Background: an optimization exercise with open tools, aiming at small area, a short achievable clock period and few clock cycles per item. Do not read the settings as production practice. In this exercise RTL edits were held to simulation tests only and were not proved equivalent to the original. Power figures rest on the tool's default switching activity, not on a simulated workload.

--- design/flow/run.sh ---
#!/bin/bash
# synth_recipe.tcl (not shown) runs the flow's synth.tcl, then flattens the netlist and writes it again
# the make line also repeats each setting of config.mk as NAME=value (left out here)
make -C /OpenROAD-flow-scripts/flow DESIGN_CONFIG=/design/flow/config.mk WORK_HOME=/design/flow/orfs CLKGATE_MAP_FILE= SYNTH_SCRIPT=/design/flow/synth_recipe.tcl finish
--- design/flow/config.mk ---
export PLATFORM = sky130hd
export DESIGN_NAME = red_combine
export DESIGN_NICKNAME = red_combine
export VERILOG_FILES = /design/flow/design.v
export SDC_FILE = /design/flow/constraint.sdc
export NUM_CORES = 4
export LEC_CHECK = 0
export CAP_MARGIN = 20
export CORE_MARGIN = 2
export CORE_UTILIZATION = 40
export SLEW_MARGIN = 20
--- design/flow/constraint.sdc ---
create_clock -name core_clock -period 18.0 [get_ports {clk}]
set_input_delay 3.6000 -clock core_clock [delete_from_list [all_inputs] [get_ports {clk}]]
set_output_delay 3.6000 -clock core_clock [all_outputs]
set_load 0.01 [all_outputs]
--- design/flow/design.v ---
module w40_add (
    input  wire [39:0] a,
    input  wire [39:0] b,
    output reg  [39:0] sum,
    output wire [1:0]  flags
);
    localparam [39:0] CANON_NAN = 40'h7F_E000_0000;
    wire       sa = a[39];
    wire       sb = b[39];
    wire [8:0] ea = a[38:30];
    wire [8:0] eb = b[38:30];
    wire [29:0] fa = a[29:0];
    wire [29:0] fb = b[29:0];
    wire a_nan = (ea == 9'h1FF) && (fa != 30'd0);
    wire b_nan = (eb == 9'h1FF) && (fb != 30'd0);
    wire a_inf = (ea == 9'h1FF) && (fa == 30'd0);
    wire b_inf = (eb == 9'h1FF) && (fb == 30'd0);
    wire a_big = (a[38:0] >= b[38:0]);
    wire        s_l = a_big ? sa : sb;
    wire        s_s = a_big ? sb : sa;
    wire [8:0]  e_l = a_big ? ea : eb;
    wire [8:0]  e_s = a_big ? eb : ea;
    wire [29:0] f_l = a_big ? fa : fb;
    wire [29:0] f_s = a_big ? fb : fa;
    wire [8:0]  x_l = (e_l == 9'd0) ? 9'd1 : e_l;
    wire [8:0]  x_s = (e_s == 9'd0) ? 9'd1 : e_s;
    wire [30:0] m_l = {e_l != 9'd0, f_l};
    wire [30:0] m_s = {e_s != 9'd0, f_s};
    wire [8:0]  diff = x_l - x_s;
    wire [5:0]  dsh  = (diff > 9'd35) ? 6'd35 : diff[5:0];
    wire [67:0] ext  = {m_s, 3'b000, 34'd0} >> dsh;
    wire [33:0] m_s_al = {ext[67:35], ext[34] | (|ext[33:0])};
    wire [33:0] m_l_x  = {m_l, 3'b000};
    wire        eff_sub = s_l ^ s_s;
    wire [34:0] raw = eff_sub ? ({1'b0, m_l_x} - {1'b0, m_s_al})
                              : ({1'b0, m_l_x} + {1'b0, m_s_al});
    reg  [5:0]  lz;
    integer     i;
    always @(*) begin
        lz = 6'd34;
        for (i = 0; i <= 33; i = i + 1)
            if (raw[i]) lz = 6'd33 - i[5:0];
    end
    wire [8:0]  lim = x_l - 9'd1;
    reg  [33:0] norm;
    reg  [9:0]  e_n;
    reg  [5:0]  lsh;
    always @(*) begin
        if (raw[34]) begin
            norm = {raw[34:2], raw[1] | raw[0]};
            e_n  = {1'b0, x_l} + 10'd1;
            lsh  = 6'd0;
        end else begin
            lsh  = ({3'd0, lz} > lim) ? lim[5:0] : lz;
            norm = raw[33:0] << lsh;
            e_n  = {1'b0, x_l} - {4'd0, lsh};
        end
    end
    wire [30:0] mant   = norm[33:3];
    wire        guard  = norm[2];
    wire        sticky = norm[1] | norm[0];
    wire        rnd_up = guard & (sticky | mant[0]);
    wire [31:0] mant_r = {1'b0, mant} + {31'd0, rnd_up};
    wire [30:0] mant_f = mant_r[31] ? mant_r[31:1] : mant_r[30:0];
    wire [9:0]  e_f    = mant_r[31] ? e_n + 10'd1 : e_n;
    wire        ovf      = (e_f >= 10'd511);
    wire        is_zero  = (raw == 35'd0);
    wire [8:0]  e_field  = mant_f[30] ? e_f[8:0] : 9'd0;
    wire res_nan = a_nan | b_nan | (a_inf & b_inf & (sa ^ sb));
    wire res_inf = ~res_nan & (a_inf | b_inf | ovf);
    always @(*) begin
        if (res_nan)
            sum = CANON_NAN;
        else if (a_inf | b_inf)
            sum = {a_inf ? sa : sb, 9'h1FF, 30'd0};
        else if (ovf)
            sum = {s_l, 9'h1FF, 30'd0};
        else if (is_zero)
            sum = {sa & sb, 39'd0};
        else
            sum = {s_l, e_field, mant_f[29:0]};
    end
    assign flags = {res_nan, res_inf | a_inf | b_inf};
endmodule
module red_combine (
    input  wire        clk,
    input  wire        rst,
    input  wire        in_valid,
    input  wire        in_int,
    input  wire [63:0] in_a,
    input  wire [63:0] in_b,
    output reg         out_valid,
    output reg  [63:0] out_sum,
    output reg  [1:0]  out_flags
);
    reg        s1_valid;
    reg        s1_int;
    reg [63:0] s1_a;
    reg [63:0] s1_b;
    always @(posedge clk) begin
        if (rst) s1_valid <= 1'b0;
        else     s1_valid <= in_valid;
        s1_int <= in_int;
        s1_a   <= in_a;
        s1_b   <= in_b;
    end
    wire [39:0] w40_sum;
    wire [1:0]  w40_flags;
    w40_add u_add (
        .a     (s1_a[39:0]),
        .b     (s1_b[39:0]),
        .sum   (w40_sum),
        .flags (w40_flags)
    );
    wire [63:0] int_sum = s1_a + s1_b;
    always @(posedge clk) begin
        if (rst) out_valid <= 1'b0;
        else     out_valid <= s1_valid;
        if (s1_int) begin
            out_sum   <= int_sum;
            out_flags <= 2'b00;
        end else begin
            out_sum   <= {24'd0, w40_sum};
            out_flags <= w40_flags;
        end
    end
endmodule
==> results.txt <==
## layout make-up
cell class / instances / area, um^2
clock inverter: 13 / 185.2
fill: 5509 / 27480
clock buffer: 19 / 432.9
antenna: 2 / 5.005
sequential: 197 / 3954
multi-input combinational: 2597 / 18030
tap: 756 / 945.9
inverter: 183 / 689.4
timing repair buffer: 513 / 4564
## metrics by stage
step | TNS, ps | util, % | setup slack, ps
finish | 0 | 51.18 | 514.7
CTS | 0 | 49.26 | 5.059
detailed placement | -3230 | 48.06 | -193.7
global placement | -475.0 | 48.06 | -55.91
floorplan | 0 | - | 508.3
global route | -1728 | 51.17 | -121.0
## cells in the mapped netlist (32+ instances only)
library cell / n
sky130_fd_sc_hd__o21ai_0: 170
sky130_fd_sc_hd__nor3_1: 130
sky130_fd_sc_hd__and2_1: 33
sky130_fd_sc_hd__a22oi_1: 37
sky130_fd_sc_hd__nor2_1: 299
sky130_fd_sc_hd__nand4_1: 46
sky130_fd_sc_hd__a21oi_1: 288
sky130_fd_sc_hd__clkbuf_1: 106
sky130_fd_sc_hd__inv_1: 178
sky130_fd_sc_hd__a211oi_1: 72
sky130_fd_sc_hd__a31oi_1: 49
sky130_fd_sc_hd__o211ai_1: 38
sky130_fd_sc_hd__xor2_1: 44
sky130_fd_sc_hd__nor4_1: 42
sky130_fd_sc_hd__dfxtp_1: 197
sky130_fd_sc_hd__nand3_1: 88
sky130_fd_sc_hd__o22ai_1: 42
sky130_fd_sc_hd__o31ai_1: 33
sky130_fd_sc_hd__buf_2: 32
sky130_fd_sc_hd__xnor2_1: 92
sky130_fd_sc_hd__a21o_1: 61
sky130_fd_sc_hd__nand2b_1: 33
sky130_fd_sc_hd__mux2i_1: 47
sky130_fd_sc_hd__nand2_1: 270
sky130_fd_sc_hd__ha_1: 189
## repair_timing
item,in CTS,in global routing
gates cloned,0,8
endpoints found under the hold margin,0,0
hold buffers,0,0
buffers inserted,2,37
pin swaps,1,44
resized for setup,9,152
endpoints found under the setup margin,41,41
## registers in the layout, indices dropped and copies added, names as in the netlist
| name | cells |
|---|---|
| out_sum | 64 |
| s1_a | 64 |
| s1_b | 64 |
| out_flags | 2 |
| out_valid | 1 |
| s1_int | 1 |
| s1_valid | 1 |
## cells by family (layout without fill, tap and decap cells)
kind of cell	count (synthesis)	in the layout	share of synthesized area, %
flip-flops	197	197	17.36
adder cells (fa/ha/maj)	195	195	10.85
XOR/XNOR	137	137	5.314
multiplexers	60	60	2.864
buffers and inverters	349	728	6.283
AND/OR/NAND/NOR	1096	1099	23.86
AO/OA/AOI/OAI	1106	1106	33.47
other	0	2	0
## worst max path at each step
| stage | depth (start not counted) | from | to |
|---|---|---|---|
| after CTS | 92 | s1_b[29] | out_sum[2] |
| after global placement | 73 | s1_b[29] | out_sum[36] |
| after detailed placement | 94 | s1_b[29] | out_sum[2] |
| after global routing | 90 | s1_a[24] | out_sum[38] |
| final | 89 | s1_b[8] | out_sum[29] |
| after floorplan | 88 | s1_b[34] | out_sum[30] |
## power by group through the flow
stage	Clock, mW	Sequential [mW]	Combinational (mW)
2_1_floorplan	0	0.565	1.58
3_3_place_gp	0	0.563	2.75
3_5_place_dp	0	0.563	2.74
4_1_cts	0.409	0.553	2.77
5_1_grt	0.425	0.557	3.17
6_report	0.404	0.556	3.04
## per-layer routing
metal / global-route usage [%] / wire length (um) / up-vias
met4: 15.27 / 5706 / 6
met5: 1.961 / 297 / -
met2: 57.96 / 50820 / 1897
li1: - / - / 12410
met3: 11.04 / 14120 / 318
met1: 51.26 / 50160 / 13510
## worst max-delay path, delay by kind of cell, from the launching register on
| family | cells | cell delay (ps) |
|---|---|---|
| adders and majority gates | 5 | 1250 |
| buffers and inverters | 16 | 2540 |
| AOI/OAI and AO/OA | 43 | 8580 |
| and+or+nand+nor | 22 | 3590 |
| DFF | 1 | 420 |
| muxes | 3 | 870 |
## layout by cell type (no fill, tap or decap), types with 12 or more instances in the layout
cell type                         instances
sky130_fd_sc_hd__nor2_1                 290
sky130_fd_sc_hd__a211o_1                 15
sky130_fd_sc_hd__or2_2                   13
sky130_fd_sc_hd__o221ai_1                20
sky130_fd_sc_hd__o31ai_1                 32
sky130_fd_sc_hd__o211ai_1                38
sky130_fd_sc_hd__buf_4                  295
sky130_fd_sc_hd__a31oi_1                 46
sky130_fd_sc_hd__o21bai_1                25
sky130_fd_sc_hd__nand2_1                266
sky130_fd_sc_hd__nor2b_1                 24
sky130_fd_sc_hd__xor2_1                  42
sky130_fd_sc_hd__mux2i_1                 44
sky130_fd_sc_hd__nor4_1                  39
sky130_fd_sc_hd__a21oi_1                275
sky130_fd_sc_hd__xnor2_1                 90
sky130_fd_sc_hd__o21a_1                  25
sky130_fd_sc_hd__a211oi_1                65
sky130_fd_sc_hd__nor3_1                 120
sky130_fd_sc_hd__nand2b_1                32
sky130_fd_sc_hd__clkbuf_16               22
sky130_fd_sc_hd__a21oi_2                 16
sky130_fd_sc_hd__a22oi_1                 36
sky130_fd_sc_hd__ha_1                   182
sky130_fd_sc_hd__o21ai_1                 23
sky130_fd_sc_hd__nand3_1                 81
sky130_fd_sc_hd__nand4_1                 46
sky130_fd_sc_hd__o22ai_1                 39
sky130_fd_sc_hd__and2_1                  33
sky130_fd_sc_hd__o21ai_0                158
sky130_fd_sc_hd__clkdlybuf4s50_1        198
sky130_fd_sc_hd__nor3_2                  12
sky130_fd_sc_hd__inv_1                  176
sky130_fd_sc_hd__a21o_1                  61
sky130_fd_sc_hd__and3_1                  26
sky130_fd_sc_hd__or3_1                   14
sky130_fd_sc_hd__dfxtp_1                189
==> impl_metrics.csv <==
group,metric,value,unit
flow_run,drv_cap,0,
final_layout,final_layout_size_suffix_gt1_share,16.16,%
pwr,power.static_leakage,11.99,nW
setup_path,worst_setup_path_end_kind,"register",
min_path,timing.hold.worst_path_depth,1,
timing,holdWs,465.1,ps
final_layout,nets,3834,
pwr,power_density,138.9,mW/mm^2
timing,tightestPinTransition,1269,ps
setup_path,timing.critical_path.slowest_cell_delay,830,ps
synth,synth_top_cell_area_share,17.36,%
synth,yosys.area.top_type,"sky130_fd_sc_hd__dfxtp_1",
synth,synth-seq-area-share,17.36,%
cts,clock_sinks,197,
grt,grt_antenna_before_repair,2,
route,drt_iter0_markers,3580,
placement,place_congestion,1.080,
setup_path,critical_path.startpoint_type,"register",
synth,synth.top_cells.by_area,"sky130_fd_sc_hd__dfxtp_1 17%, sky130_fd_sc_hd__ha_1 10%, sky130_fd_sc_hd__a21oi_1 6.3%",
setup_path,crit_arrival,17800,ps
synth,ys_warn_count,2,
die,floorplan.rows,87,
die,boundaryPins,199,
grt,grt_remaining_overflow,0,
synth,synthFlopType,"sky130_fd_sc_hd__dfxtp_1",
setup_path,worstReg2RegEnd,"out_sum[29]",
timing,worst_relative_slew_slack,14.48,%
grt,number_of_global_route_vias_before_repair,25980,
synth,synth_cell_type_count,127,
die,die_area,0.05872,mm^2
placement,numPortBuffers,198,
timing,fmax,0.05719,GHz
min_path,worstHoldPathType,"register to register",
synth,synth_edf_count,0,
timing,period_share,97.14,%
pwr,proportion_of_power_drawn_by_combinational_gates,76.0,%
route,drt_drc_violations_left,0,
placement,place_area,0.02705,mm^2
die,die_x,242.3,um
setup_path,crit_type,"register to register",
setup_path,required,18320,ps
synth,postSynthCellCount,3140,
setup_path,worst_r2r_startpoint,"s1_b[8]",
min_path,holdCritStartpoint,"s1_valid",
cts,clkSlewWorstSetupHoldPaths,80,ps
route,wl,121100,um
final_layout,final_cells,4280,
pwr,p_int,1.848,mW
timing,final-max-slew-violation-count,0,
pwr,report.power.total,4.001,mW
synth,syn_area_per_cell,7.236,um^2
grt,grt_max_degree,69,
cts,root_buffer,"sky130_fd_sc_hd__clkbuf_16",
route,avgViaCountPerCell,6.575,
route,drt_pass1_iterations,9,
setup_path,critical_path.slowest_cell,"sky130_fd_sc_hd__a2111oi_0",
pwr,clockPowerShare,10.1,%
timing,fin_skew,20.14,ps
pwr,power.switching,2.153,mW
synth,postSynthRegisterBits,197,
final_layout,synthToLayoutAreaGrowth,26.77,%
setup_path,worst-r2r-setup-slack,510,ps
cts,cts_buffer_depth,2,
pwr,worst_ir_drop_vdd,0.09173,mV
outcome,status,"finished clean",
final_layout,stdcell_area,0.02880,mm^2
pwr,seq_power_share,13.9,%
setup_path,timing.reg2reg.worst_path_depth,89,
die,coreArea,0.05628,mm^2
die,initial_core_util,40.37,%
route,detail-route-antenna-nets,0,
route,routed-via-count,28140,
grt,grt_util_all_layers,38.47,%
timing,period_needed,17490,ps
setup_path,crit_fanout,23,
timing,count_of_final_hold_check_violations,0,
die,chipHeight,242.3,um
cts,tritoncts,"built",
synth,postSynth.asyncResetShare,0,%
setup_path,cp_common_cell,"sky130_fd_sc_hd__a21oi_1",
min_path,hold_path_end,"out_valid",
synth,mappedNetlistNets,3465,
placement,place_hpwl,97410,um
timing,report.final.setup_viol,0,
cts,cts_made_buffers,17,
grt,global_route_wire_length_before_repair,171000,um
synth,synth.cell_area,0.02272,mm^2
placement,post-place-cells,4199,
pwr,sw_frac_of_total,53.82,%
route,post_drt_wl_per_cell,28.30,um
cts,htreeDepth,4,
cts,worstSkewPairLatency,460,ps
Testbench counts, summed over its fixed seeds: cycles 24,016, items 24,000.

==> what the ideal ports hide <==
The results above use ideal ports. As a check the final layout listed here was re-extracted and re-timed, cells and wires unchanged.
Step 1: set_driving_cell puts a clkbuf_16 on clk and a buf_2 on each other input, an assumption about the parent block.
Step 2 times the ports against the registers' clock, not the clock port: input delays grow and output delays shrink by t, the midpoint of the rising clock arrivals with the driver on.
Three values: ideal ports, drivers, drivers and shift; two values: the first two.
t (ns): 0.497
setup slack, ns: 0.515 / 0.515 / 0.515
worst setup path after step 2: register to register
After both steps this run still meets setup and hold. The setup slack of this run moves by 0.000 ns with the drivers and by 0.000 ns with both steps.
